This is an optimization exercise on Yosys and OpenROAD, whose aim is small area, a short achievable clock period and few clock cycles per item, not a production implementation.
The RTL was checked by simulation tests, not by an equivalence proof against the original design.

**design.v**
```verilog
module fft64_twiddle (
    input  wire        [4:0]  idx,
    output reg  signed [17:0] tw_re,
    output reg  signed [17:0] tw_im
);
    always @* begin
        case (idx)
            5'd0: begin tw_re = 18'sd65536; tw_im = 18'sd0; end
            5'd1: begin tw_re = 18'sd65220; tw_im = -18'sd6424; end
            5'd2: begin tw_re = 18'sd64277; tw_im = -18'sd12785; end
            5'd3: begin tw_re = 18'sd62714; tw_im = -18'sd19024; end
            5'd4: begin tw_re = 18'sd60547; tw_im = -18'sd25080; end
            5'd5: begin tw_re = 18'sd57798; tw_im = -18'sd30893; end
            5'd6: begin tw_re = 18'sd54491; tw_im = -18'sd36410; end
            5'd7: begin tw_re = 18'sd50660; tw_im = -18'sd41576; end
            5'd8: begin tw_re = 18'sd46341; tw_im = -18'sd46341; end
            5'd9: begin tw_re = 18'sd41576; tw_im = -18'sd50660; end
            5'd10: begin tw_re = 18'sd36410; tw_im = -18'sd54491; end
            5'd11: begin tw_re = 18'sd30893; tw_im = -18'sd57798; end
            5'd12: begin tw_re = 18'sd25080; tw_im = -18'sd60547; end
            5'd13: begin tw_re = 18'sd19024; tw_im = -18'sd62714; end
            5'd14: begin tw_re = 18'sd12785; tw_im = -18'sd64277; end
            5'd15: begin tw_re = 18'sd6424; tw_im = -18'sd65220; end
            5'd16: begin tw_re = 18'sd0; tw_im = -18'sd65536; end
            5'd17: begin tw_re = -18'sd6424; tw_im = -18'sd65220; end
            5'd18: begin tw_re = -18'sd12785; tw_im = -18'sd64277; end
            5'd19: begin tw_re = -18'sd19024; tw_im = -18'sd62714; end
            5'd20: begin tw_re = -18'sd25080; tw_im = -18'sd60547; end
            5'd21: begin tw_re = -18'sd30893; tw_im = -18'sd57798; end
            5'd22: begin tw_re = -18'sd36410; tw_im = -18'sd54491; end
            5'd23: begin tw_re = -18'sd41576; tw_im = -18'sd50660; end
            5'd24: begin tw_re = -18'sd46341; tw_im = -18'sd46341; end
            5'd25: begin tw_re = -18'sd50660; tw_im = -18'sd41576; end
            5'd26: begin tw_re = -18'sd54491; tw_im = -18'sd36410; end
            5'd27: begin tw_re = -18'sd57798; tw_im = -18'sd30893; end
            5'd28: begin tw_re = -18'sd60547; tw_im = -18'sd25080; end
            5'd29: begin tw_re = -18'sd62714; tw_im = -18'sd19024; end
            5'd30: begin tw_re = -18'sd64277; tw_im = -18'sd12785; end
            5'd31: begin tw_re = -18'sd65220; tw_im = -18'sd6424; end
            default: begin tw_re = 18'sd0; tw_im = 18'sd0; end
        endcase
    end
endmodule
module fft64 (
    input  wire        clk,
    input  wire        rst,
    input  wire        in_valid,
    output wire        in_ready,
    input  wire [15:0] in_re,
    input  wire [15:0] in_im,
    input  wire [17:0] in_coef,
    output wire        out_valid,
    input  wire        out_ready,
    output wire [23:0] out_re,
    output wire [23:0] out_im,
    output wire [3:0]  out_exp,
    output wire        out_sat,
    output wire        out_last
);
    localparam [1:0] S_LOAD = 2'd0,
                     S_CALC = 2'd1,
                     S_OUT  = 2'd2;
    reg  [1:0] state;
    reg  [5:0] cnt;      
    reg  [2:0] stage;    
    reg  [1:0] kcur;     
    reg        big1;     
    reg        big2;     
    reg  [3:0] expo;     
    reg        sat;      
    reg signed [23:0] mem_re [0:63];
    reg signed [23:0] mem_im [0:63];
    wire in_fire  = (state == S_LOAD) && in_valid;
    wire out_fire = (state == S_OUT) && out_ready;
    wire signed [33:0] wprod_re = $signed(in_re) * $signed(in_coef);
    wire signed [33:0] wprod_im = $signed(in_im) * $signed(in_coef);
    wire signed [34:0] wrnd_re  = ($signed({wprod_re[33], wprod_re}) + 35'sd256) >>> 9;
    wire signed [34:0] wrnd_im  = ($signed({wprod_im[33], wprod_im}) + 35'sd256) >>> 9;
    wire wsat_hi_re = (wrnd_re > 35'sd8388607);
    wire wsat_lo_re = (wrnd_re < -35'sd8388608);
    wire wsat_hi_im = (wrnd_im > 35'sd8388607);
    wire wsat_lo_im = (wrnd_im < -35'sd8388608);
    wire signed [23:0] win_re = wsat_hi_re ? 24'sh7fffff :
                                wsat_lo_re ? 24'sh800000 : wrnd_re[23:0];
    wire signed [23:0] win_im = wsat_hi_im ? 24'sh7fffff :
                                wsat_lo_im ? 24'sh800000 : wrnd_im[23:0];
    wire win_sat = wsat_hi_re | wsat_lo_re | wsat_hi_im | wsat_lo_im;
    reg [5:0] idx_p;
    reg [4:0] tw_idx;
    always @* begin
        case (stage)
            3'd0:    begin idx_p = {1'b0, cnt[4:0]};          tw_idx = cnt[4:0];          end
            3'd1:    begin idx_p = {cnt[4], 1'b0, cnt[3:0]};  tw_idx = {cnt[3:0], 1'b0};  end
            3'd2:    begin idx_p = {cnt[4:3], 1'b0, cnt[2:0]}; tw_idx = {cnt[2:0], 2'b0}; end
            3'd3:    begin idx_p = {cnt[4:2], 1'b0, cnt[1:0]}; tw_idx = {cnt[1:0], 3'b0}; end
            3'd4:    begin idx_p = {cnt[4:1], 1'b0, cnt[0]};  tw_idx = {cnt[0], 4'b0};    end
            default: begin idx_p = {cnt[4:0], 1'b0};          tw_idx = 5'd0;              end
        endcase
    end
    wire [5:0] half  = 6'd32 >> stage;
    wire [5:0] idx_q = idx_p | half;
    wire signed [17:0] tw_re;
    wire signed [17:0] tw_im;
    fft64_twiddle u_tw (
        .idx   (tw_idx),
        .tw_re (tw_re),
        .tw_im (tw_im)
    );
    wire signed [23:0] a_re = mem_re[idx_p];
    wire signed [23:0] a_im = mem_im[idx_p];
    wire signed [23:0] b_re = mem_re[idx_q];
    wire signed [23:0] b_im = mem_im[idx_q];
    wire signed [25:0] sum_re = a_re + b_re;    
    wire signed [25:0] sum_im = a_im + b_im;
    wire signed [24:0] dif_re = a_re - b_re;
    wire signed [24:0] dif_im = a_im - b_im;
    wire signed [43:0] cm_re = dif_re * tw_re - dif_im * tw_im;
    wire signed [43:0] cm_im = dif_re * tw_im + dif_im * tw_re;
    reg signed [25:0] sum_rnd_re, sum_rnd_im;
    reg signed [43:0] cm_rnd_re, cm_rnd_im;
    always @* begin
        case (kcur)
            2'd0: begin
                sum_rnd_re = sum_re;
                sum_rnd_im = sum_im;
                cm_rnd_re  = (cm_re + 44'sd32768) >>> 16;
                cm_rnd_im  = (cm_im + 44'sd32768) >>> 16;
            end
            2'd1: begin
                sum_rnd_re = (sum_re + 26'sd1) >>> 1;
                sum_rnd_im = (sum_im + 26'sd1) >>> 1;
                cm_rnd_re  = (cm_re + 44'sd65536) >>> 17;
                cm_rnd_im  = (cm_im + 44'sd65536) >>> 17;
            end
            default: begin
                sum_rnd_re = (sum_re + 26'sd2) >>> 2;
                sum_rnd_im = (sum_im + 26'sd2) >>> 2;
                cm_rnd_re  = (cm_re + 44'sd131072) >>> 18;
                cm_rnd_im  = (cm_im + 44'sd131072) >>> 18;
            end
        endcase
    end
    wire signed [23:0] bf_p_re = sum_rnd_re[23:0];
    wire signed [23:0] bf_p_im = sum_rnd_im[23:0];
    wire signed [23:0] bf_q_re = cm_rnd_re[23:0];
    wire signed [23:0] bf_q_im = cm_rnd_im[23:0];
    function automatic [1:0] mag_flags(input signed [23:0] v);
        begin
            mag_flags[1] = (v >= 24'sd4194304) || (v <= -24'sd4194304);
            mag_flags[0] = (v >= 24'sd2097152) || (v <= -24'sd2097152);
        end
    endfunction
    wire [1:0] f_win  = mag_flags(win_re) | mag_flags(win_im);
    wire [1:0] f_bf   = mag_flags(bf_p_re) | mag_flags(bf_p_im) |
                        mag_flags(bf_q_re) | mag_flags(bf_q_im);
    wire [1:0] f_new  = (state == S_LOAD) ? f_win : f_bf;
    wire       big1_n = big1 | f_new[0];
    wire       big2_n = big2 | f_new[1];
    wire [1:0] k_next = big2_n ? 2'd2 : (big1_n ? 2'd1 : 2'd0);
    wire [5:0] bin_addr = {cnt[0], cnt[1], cnt[2], cnt[3], cnt[4], ~cnt[5]};
    always @(posedge clk) begin
        if (rst) begin
            state <= S_LOAD;
            cnt   <= 6'd0;
            stage <= 3'd0;
            kcur  <= 2'd0;
            big1  <= 1'b0;
            big2  <= 1'b0;
            expo  <= 4'd0;
            sat   <= 1'b0;
        end else begin
            case (state)
                S_LOAD: begin
                    if (in_fire) begin
                        mem_re[cnt] <= win_re;
                        mem_im[cnt] <= win_im;
                        sat <= sat | win_sat;
                        cnt <= cnt + 6'd1;
                        if (cnt == 6'd63) begin
                            state <= S_CALC;
                            stage <= 3'd0;
                            kcur  <= k_next;
                            expo  <= {2'b00, k_next};
                            big1  <= 1'b0;
                            big2  <= 1'b0;
                        end else begin
                            big1 <= big1_n;
                            big2 <= big2_n;
                        end
                    end
                end
                S_CALC: begin
                    mem_re[idx_p] <= bf_p_re;
                    mem_im[idx_p] <= bf_p_im;
                    mem_re[idx_q] <= bf_q_re;
                    mem_im[idx_q] <= bf_q_im;
                    if (cnt == 6'd31) begin
                        cnt  <= 6'd0;
                        big1 <= 1'b0;
                        big2 <= 1'b0;
                        if (stage == 3'd5) begin
                            state <= S_OUT;
                        end else begin
                            stage <= stage + 3'd1;
                            kcur  <= k_next;
                            expo  <= expo + {2'b00, k_next};
                        end
                    end else begin
                        cnt  <= cnt + 6'd1;
                        big1 <= big1_n;
                        big2 <= big2_n;
                    end
                end
                S_OUT: begin
                    if (out_fire) begin
                        cnt <= cnt + 6'd1;
                        if (cnt == 6'd63) begin
                            state <= S_LOAD;
                            expo  <= 4'd0;
                            sat   <= 1'b0;
                        end
                    end
                end
                default: state <= S_LOAD;
            endcase
        end
    end
    assign in_ready  = (state == S_LOAD);
    assign out_valid = (state == S_OUT);
    assign out_re    = mem_re[bin_addr];
    assign out_im    = mem_im[bin_addr];
    assign out_exp   = expo;
    assign out_sat   = sat;
    assign out_last  = (cnt == 6'd63);
endmodule
```
**run.sh**
```bash
#!/bin/bash
# synth_recipe.tcl (not shown) runs the flow's synth.tcl, then flattens the netlist and writes it again
# the make line also repeats each setting of config.mk as NAME=value (left out here)
make -C /OpenROAD-flow-scripts/flow DESIGN_CONFIG=/design/flow/config.mk WORK_HOME=/design/flow/orfs CLKGATE_MAP_FILE= SYNTH_SCRIPT=/design/flow/synth_recipe.tcl finish
```
**config.mk**
```make
export PLATFORM = sky130hd
export DESIGN_NAME = fft64
export DESIGN_NICKNAME = fft64
export VERILOG_FILES = /design/flow/design.v
export SDC_FILE = /design/flow/constraint.sdc
export NUM_CORES = 8
export LEC_CHECK = 0
export CAP_MARGIN = 20
export CORE_MARGIN = 2
export CORE_UTILIZATION = 20
export PLACE_DENSITY = 0.4
export SETUP_SLACK_MARGIN = 1.0
export SLEW_MARGIN = 20
```
**constraint.sdc**
```tcl
create_clock -name core_clock -period 24.0 [get_ports {clk}]
set_input_delay 4.8000 -clock core_clock [delete_from_list [all_inputs] [get_ports {clk}]]
set_output_delay 4.8000 -clock core_clock [all_outputs]
set_load 0.01 [all_outputs]
```
==> summary.txt <==
## state kept, by name, summed over array words and instances, names as in the netlist
name	flops
stage	3
big1	1
mem_im	1536
kcur	2
cnt	6
expo	4
mem_re	1536
big2	1
sat	1
state	2
## worst max-delay path by stage
stage,startpoint,endpoint,depth (start not counted)
4_1_cts,stage[0]$_SDFFE_PP0P_,expo[1]$_SDFFE_PP0P_,74
3_5_place_dp,stage[0]$_SDFFE_PP0P_,expo[1]$_SDFFE_PP0P_,69
5_1_grt,stage[0]$_SDFFE_PP0P_,expo[3]$_SDFFE_PP0P_,74
6_report,stage[0]$_SDFFE_PP0P_,expo[1]$_SDFFE_PP0P_,71
3_3_place_gp,stage[2]$_SDFFE_PP0P_,expo[3]$_SDFFE_PP0P_,73
2_1_floorplan,stage[2]$_SDFFE_PP0P_,expo[1]$_SDFFE_PP0P_,75
## timing repair
item	CTS	global route
setup buffers	1	28
gates resized for setup	5	42
endpoints found under the setup margin	4	8
pin swaps	0	6
cloned	1	2
## cells in the final DEF (no fill, tap or decap), types with 291 or more instances in the layout
cell	count
sky130_fd_sc_hd__ha_1	626
sky130_fd_sc_hd__edfxtp_1	3072
sky130_fd_sc_hd__o21ai_0	3555
sky130_fd_sc_hd__and2_1	291
sky130_fd_sc_hd__nand2_1	9409
sky130_fd_sc_hd__a311oi_1	589
sky130_fd_sc_hd__mux4_2	1069
sky130_fd_sc_hd__nand3_1	1958
sky130_fd_sc_hd__inv_1	2505
sky130_fd_sc_hd__clkbuf_16	393
sky130_fd_sc_hd__fa_1	2481
sky130_fd_sc_hd__nor2_1	1320
sky130_fd_sc_hd__a31oi_1	469
sky130_fd_sc_hd__buf_4	1135
sky130_fd_sc_hd__o22ai_1	348
sky130_fd_sc_hd__a21oi_1	582
sky130_fd_sc_hd__and3_1	323
## cell type report
class                      instances  area, sq um
tap                            19840        24830
clock inverter                   217         2208
inverter                        2517         9455
timing repair buffer            1344        11560
antenna                          155        387.9
fill                          161800      1152000
clock buffer                     456        10100
multi-input combinational      25500       189300
sequential                      3092        92680
## kinds of logic after synthesis
logic type	after synthesis	synth area share
fa+ha+maj	3114	0.1928
buf+inv	5732	0.07213
mux	1141	0.08304
flops	3092	0.3101
compound gates	6731	0.1350
xor+xnor	361	0.01058
simple gates	14150	0.1964
## stage by stage
stage                     area (sq um)  hold WS [ps]  cells
final                           340600         515.9  53120
after global routing            340200         536.7  52980
after CTS                       339500         521.0  52930
after detailed placement        327200         512.7  52260
after global placement          326900         504.0  52250
after floorplan                 298800         436.3  34320
## critical path, delay by kind of cell, from the launching register on
family | cells | cell delay, ps
xor gates and xnor gates | 2 | 540
buffers and inverters | 14 | 2490
and+or+nand+nor | 15 | 5020
DFF | 1 | 410
adders and majority gates | 13 | 6240
AOI/OAI and AO/OA | 27 | 7350
## routing by layer
layer  vias to the layer above  part of all wire  GRT usage
li1                     114900                 -          -
met1                    147300              0.37     0.3003
met2                     23130              0.42     0.3610
met3                      5556              0.12    0.07511
met4                        95             0.080     0.1644
met5                         -           0.00040  0.0004709
==> impl_metrics.xml <==
<?xml version="1.0" encoding="UTF-8"?>
<metrics>
  <group name="status">
    <metric name="outcome" unit="">no timing/DRC/antenna violations</metric>
  </group>
  <group name="placement">
    <metric name="dp_worst_setup_slack" unit="ps">648.2</metric>
    <metric name="placement.io_buffers" unit="">109</metric>
    <metric name="hpwl" unit="mm">1236</metric>
    <metric name="gp_congestion" unit="">0.9530</metric>
  </group>
  <group name="logic_synthesis">
    <metric name="ys_top_cells_by_area" unit="">sky130_fd_sc_hd__edfxtp_1 (31%), sky130_fd_sc_hd__fa_1 (17%), sky130_fd_sc_hd__nand2_1 (12%)</metric>
    <metric name="ys_warn_count" unit="">2</metric>
    <metric name="synthesis.nets" unit="">37490</metric>
    <metric name="ys_async_sr_fraction" unit="">0</metric>
    <metric name="syn_area" unit="sq um">298800</metric>
    <metric name="avgSynthCellArea" unit="sq um">8.707</metric>
    <metric name="synth_largest_area_cell" unit="">sky130_fd_sc_hd__edfxtp_1</metric>
    <metric name="synth.distinct_cells" unit="">114</metric>
    <metric name="seq_area_frac_synth" unit="">0.3101</metric>
    <metric name="postSynthRegisterBits" unit="">3092</metric>
    <metric name="post-synth-top-area-fraction" unit="">0.3087</metric>
    <metric name="synth_commonest_cells" unit="">sky130_fd_sc_hd__nand2_1 (9505), sky130_fd_sc_hd__o21ai_0 (3652), sky130_fd_sc_hd__edfxtp_1 (3072)</metric>
    <metric name="yosysMostFrequentCell" unit="">sky130_fd_sc_hd__nand2_1</metric>
    <metric name="cell_count_after_synthesis" unit="">34320</metric>
    <metric name="synth_top_flop_cell" unit="">sky130_fd_sc_hd__edfxtp_1</metric>
    <metric name="count_of_flip_flops_with_a_built_in_enable_after_synthesis" unit="">3072</metric>
  </group>
  <group name="floorplan">
    <metric name="placement_rows" unit="">449</metric>
    <metric name="starting_density_of_the_core" unit="">0.2003</metric>
    <metric name="die_h" unit="mm">1.226</metric>
    <metric name="fp.dieW" unit="mm">1.226</metric>
    <metric name="core_region_area" unit="sq um">1492000</metric>
    <metric name="io_pins" unit="">110</metric>
    <metric name="floorplan.die_area" unit="sq um">1504000</metric>
  </group>
  <group name="sta">
    <metric name="timing.max_slew.rel_slack" unit="">0.07601</metric>
    <metric name="fin_worst_skew" unit="ps">124.1</metric>
    <metric name="final_max_slew_viol_count" unit="">0</metric>
    <metric name="final_hold_violations" unit="">0</metric>
    <metric name="totalNegativeSetupSlack" unit="ps">0</metric>
    <metric name="setup_repair_after_global_routing_missed_its_margin" unit="">false</metric>
    <metric name="highest_clock_rate" unit="MHz">44.54</metric>
    <metric name="layout_worst_path_cycle_share" unit="">0.9355</metric>
    <metric name="fin_ws" unit="ps">1547</metric>
    <metric name="max_slew.worst_pin.slew" unit="ps">1364</metric>
    <metric name="post-route-min-period" unit="ps">22450</metric>
    <metric name="setup_violations" unit="">0</metric>
  </group>
  <group name="clocking">
    <metric name="cts.htree.levels" unit="">5</metric>
    <metric name="ctsHoldBuffers" unit="">0</metric>
    <metric name="cts-root-buf" unit="">sky130_fd_sc_hd__clkbuf_16</metric>
    <metric name="clk-insertion-delay-late" unit="ps">1150</metric>
    <metric name="clock-sinks" unit="">3092</metric>
    <metric name="ctsLongestPathBuffers" unit="">5</metric>
    <metric name="tritoncts.num_buffers" unit="">389</metric>
    <metric name="cts_tree" unit="">yes</metric>
    <metric name="cts.reportedPaths.clkPinSlew" unit="ps">70</metric>
  </group>
  <group name="worst_setup_path">
    <metric name="cp_data_required_time" unit="ps">24980</metric>
    <metric name="r2r_start" unit="">stage[0]$_SDFFE_PP0P_</metric>
    <metric name="crit_top_cell" unit="">sky130_fd_sc_hd__fa_1</metric>
    <metric name="end_of_the_worst_register_to_register_path" unit="">expo[1]$_SDFFE_PP0P_</metric>
    <metric name="cp_slowest_stage_delay" unit="ps">650</metric>
    <metric name="timing.critical_path.to_type" unit="">flop</metric>
    <metric name="slowest_cell_on_crit_path" unit="">sky130_fd_sc_hd__or4_1</metric>
    <metric name="critical_path.max_fanout" unit="">65</metric>
    <metric name="timing.critical_path.arrival" unit="ps">23430</metric>
    <metric name="regToRegSetupSlack" unit="ps">1550</metric>
    <metric name="critical_path_class" unit="">reg -&gt; reg</metric>
    <metric name="worstRegToRegCells" unit="">71</metric>
    <metric name="setup.worst_path.start_class" unit="">flop</metric>
  </group>
  <group name="global_route">
    <metric name="grt_start_max_net_pins" unit="">146</metric>
    <metric name="antenna_found_initial" unit="">206</metric>
    <metric name="first_global_vias" unit="">275300</metric>
    <metric name="grt_first_pass_wirelength" unit="mm">2519</metric>
    <metric name="global_route.usage.total" unit="">0.2425</metric>
    <metric name="grt_overflow_total" unit="">0</metric>
  </group>
  <group name="route">
    <metric name="detailedRoute.firstPassIterationCount" unit="">9</metric>
    <metric name="first_iter_violations" unit="">46820</metric>
    <metric name="total_via_count_in_the_routed_design" unit="">291000</metric>
    <metric name="final_routed_wirelength" unit="mm">1893</metric>
    <metric name="drt.antenna.violating_nets" unit="">0</metric>
    <metric name="routedWlPerCell" unit="um">35.64</metric>
    <metric name="remaining_design_rule_violation_count" unit="">0</metric>
    <metric name="route.detailed.vias_per_inst" unit="">5.478</metric>
  </group>
  <group name="worst_hold_path">
    <metric name="min-delay-path-class" unit="">reg -&gt; reg</metric>
    <metric name="whs_endpoint" unit="">big1$_SDFFE_PP0P_</metric>
    <metric name="worst_hold_path_startpoint" unit="">big1$_SDFFE_PP0P_</metric>
    <metric name="hold-path-cell-count" unit="">2</metric>
  </group>
  <group name="final_layout">
    <metric name="syn_to_final_growth" unit="%">13.97</metric>
    <metric name="finalNetCount" unit="">36010</metric>
    <metric name="layout-drive-gt1-share" unit="">0.1059</metric>
    <metric name="final_core_utilization" unit="">0.2282</metric>
  </group>
  <group name="job">
    <metric name="maxcap_violations" unit="">0</metric>
  </group>
</metrics>
Testbench counts, summed over its fixed seeds: cycles 20,480, frames 64.

==> re-timing with driven ports <==
Ports are ideal in the flow. The routed layout listed here was re-timed in OpenROAD. Step 1 sets driving cells, clkbuf_16 on the clock port and buf_2 on the other inputs (assumed; they add their load-dependent delay and slew). Step 2 moves the port delays by t, midway between the first and last clock arrival at a register: inputs arrive t later, outputs are due t later. That takes back most of the time a late clock gives input paths. Three values: ideal ports, drivers, drivers and shift; two values: the first two.
t (ns): 1.239
setup WS [ns]: 1.547 / 1.547 / 1.547
worst hold slack (ns): 0.516 / 0.516 / 0.516
slew at the worst register clock pin (ns): 0.08 / 0.08
cell pins on the clock port's net: 1
After both steps setup and hold are still met in this run. For this run, drivers alone change the setup slack by 0.000 ns; drivers and shift together by 0.000 ns.
